Background: an optimization exercise with open tools, aiming at small area and a short achievable clock period. Do not read the settings as production practice. In this exercise RTL edits were held to simulation tests only and were not proved equivalent to the original.

## job 101
## s4_modulate
module s4_modulate (
    input  wire        clk,
    input  wire        rst,
    input  wire        in_valid,
    input  wire        rail,       
    input  wire        cmode,      
    input  wire        lead,       
    input  wire [31:0] v,          
    input  wire [31:0] rvin,       
    input  wire [31:0] icmd,       
    input  wire [31:0] isamp,      
    input  wire [31:0] kc,         
    input  wire [31:0] dmin,       
    input  wire [31:0] dmax,       
    input  wire [31:0] dmid,       
    input  wire [17:0] lper,       
    input  wire [11:0] tonmin,     
    input  wire [11:0] toffmin,    
    output reg         out_valid,
    output reg  [26:0] on_word,    
    output reg  [26:0] off_word,   
    output reg  [27:0] ton,        
    output reg         skip        
);
Size: roughly 10,000 cells after synthesis, roughly 1,100 flip-flops, about 0.094 mm2 of cells after synthesis.
clock: 25.0 ns
lec_check: 0
abc_area: 1
cap_margin: 20
core_margin: 2
core_utilization: 68
cts_cluster_diameter: 80
cts_cluster_size: 24
place_density: 0.78
slew_margin: 50
synth_hierarchical: 1
synth_minimum_keep_size: 0
standard.sh (not shown) runs the stock make flow with config.mk's settings and CLKGATE_MAP_FILE= SYNTH_SCRIPT=/design/flow/synth_recipe.tcl, a recipe that flattens the netlist after the stock synthesis.
==> flow/flow/run.sh <==
#!/bin/bash
# The standard layout (standard.sh, the design's clock period and
# constraints), except that the port buffers are plain sky130_fd_sc_hd__buf_2
# cells instead of the delay buffers buffer_ports picks by itself.
# Each step's full output goes to its own log file here; ORFS also keeps its
# per-step logs under orfs/logs/.
set -euo pipefail
export BUFFER_PORTS_ARGS="-buffer_cell sky130_fd_sc_hd__buf_2"
for step in synth floorplan place cts route finish; do
    bash standard.sh "$step" > "flow_${step}.log" 2>&1
done
Job 101 went all the way through synthesis, placement and routing and the layout is clean on timing, DRC and antenna.
diff inputs: job 101 => job 102
- changing PLACE_DENSITY from 0.78 to 0.75
- changing CORE_UTILIZATION from 68 to 65
Findings:
- Compared with job 101, count of clock-buffer cells in the layout in job 102 decreased by a few percent.
- Between job 102 and job 101, the difference in cell area after layout is negligible.
- Time the worst path needs with I/O delays and setup came out lower on job 102 than on job 101.
- Area growth from synthesis to layout of job 102 is on par with job 101.
- Taking job 101 as the reference, in job 102 worst setup slack shows an increase of 5.4 ps.

s4_modulate again, from the RTL that the note above started with.
==> flow/design.v (excerpt) <==
module s4_modulate (
    input  wire        clk,
    input  wire        rst,
    input  wire        in_valid,
    input  wire        rail,       
    input  wire        cmode,      
    input  wire        lead,       
    input  wire [31:0] v,          
    input  wire [31:0] rvin,       
    input  wire [31:0] icmd,       
    input  wire [31:0] isamp,      
    input  wire [31:0] kc,         
    input  wire [31:0] dmin,       
    input  wire [31:0] dmax,       
    input  wire [31:0] dmid,       
    input  wire [17:0] lper,       
    input  wire [11:0] tonmin,     
    input  wire [11:0] toffmin,    
    output reg         out_valid,
    output reg  [26:0] on_word,    
    output reg  [26:0] off_word,   
    output reg  [27:0] ton,        
    output reg         skip        
);
    reg        s0_valid, s0_cmode, s0_lead;
    reg [31:0] s0_fa, s0_fb;                
    reg [31:0] s0_icmd, s0_isamp, s0_kc, s0_dmin, s0_dmax;
    reg [17:0] s0_lper;
    reg [11:0] s0_tonmin, s0_toffmin;
    always @(posedge clk) begin
        if (rst) s0_valid <= 1'b0;
        else     s0_valid <= in_valid;
        s0_cmode   <= cmode;
        s0_lead    <= lead;
        s0_fa      <= rail ? v : dmid;
        s0_fb      <= rail ? rvin : 32'h0200_0000;
        s0_icmd    <= icmd;
        s0_isamp   <= isamp;
        s0_kc      <= kc;
        s0_dmin    <= dmin;
        s0_dmax    <= dmax;
        s0_lper    <= lper;
        s0_tonmin  <= tonmin;
        s0_toffmin <= toffmin;
    end
    wire bf_one0 = s0_fb[0] ^ 1'b0;
    wire bf_two0 = (s0_fb[1] & ~s0_fb[0] & ~1'b0) | (~s0_fb[1] & s0_fb[0] & 1'b0);
    wire bf_neg0 = s0_fb[1];
    wire [32:0] bf_pp0;
  ...
==> flow/config.mk <==
export PLATFORM = sky130hd
export DESIGN_NAME = s4_modulate
export DESIGN_NICKNAME = s4_modulate
export VERILOG_FILES = /design/flow/design.v
export SDC_FILE = /design/flow/constraint.sdc
export NUM_CORES = 4
export LEC_CHECK = 0
export ABC_AREA = 1
export CAP_MARGIN = 20
export CORE_MARGIN = 2
export CORE_UTILIZATION = 60
export CTS_CLUSTER_DIAMETER = 80
export CTS_CLUSTER_SIZE = 24
export PLACE_DENSITY = 0.7
export SLEW_MARGIN = 50
export SYNTH_HIERARCHICAL = 1
export SYNTH_MINIMUM_KEEP_SIZE = 0
==> flow/constraint.sdc <==
create_clock -name core_clock -period 25.0 [get_ports {clk}]
set_input_delay 5.0000 -clock core_clock [delete_from_list [all_inputs] [get_ports {clk}]]
set_output_delay 5.0000 -clock core_clock [all_outputs]
set_load 0.01 [all_outputs]
Scripts as last shown in full above: flow/flow/run.sh
==> next run, changes <==
CTS_CLUSTER_DIAMETER = default   (was 80)
CTS_CLUSTER_SIZE = default   (was 24)
Outcome: The new run finished clean. Via count rose slightly. Routed wire length climbs slightly. Final area rises slightly. Die area does not change. Synthesized cell count stays the same.

-- static timing again, ports no longer ideal --
In the flow no input, the clock included, has a driving cell. The finished layouts below were timed again as built, in two steps.
Step 1, drivers: a clkbuf_16 drives clk and a buf_2 each remaining input, both assumed.
Step 2, shift: input delay + t, output delay - t, t = (earliest + latest rising clock arrival at the registers) / 2. This alone moves slack from input paths to output paths.
a / b / c = ideal / step 1 / step 2; a / b = the first two.
run | shift t [ns] | setup slack, ns | slew at the worst register clock pin (ns) | pins driven straight from the clock port
job 101 | 0.810 | 18.759 / 18.674 / 18.923 | 0.10 / 0.10 | 1
job 102 | 0.803 | 18.765 / 18.682 / 18.866 | 0.10 / 0.10 | 1
the first run of note 2 | 0.831 | 18.748 / 18.660 / 18.885 | 0.10 / 0.10 | 1
the second run of note 2 | 0.869 | 18.698 / 18.611 / 18.816 | 0.08 / 0.08 | 1
After both steps setup and hold are still met in every run listed.
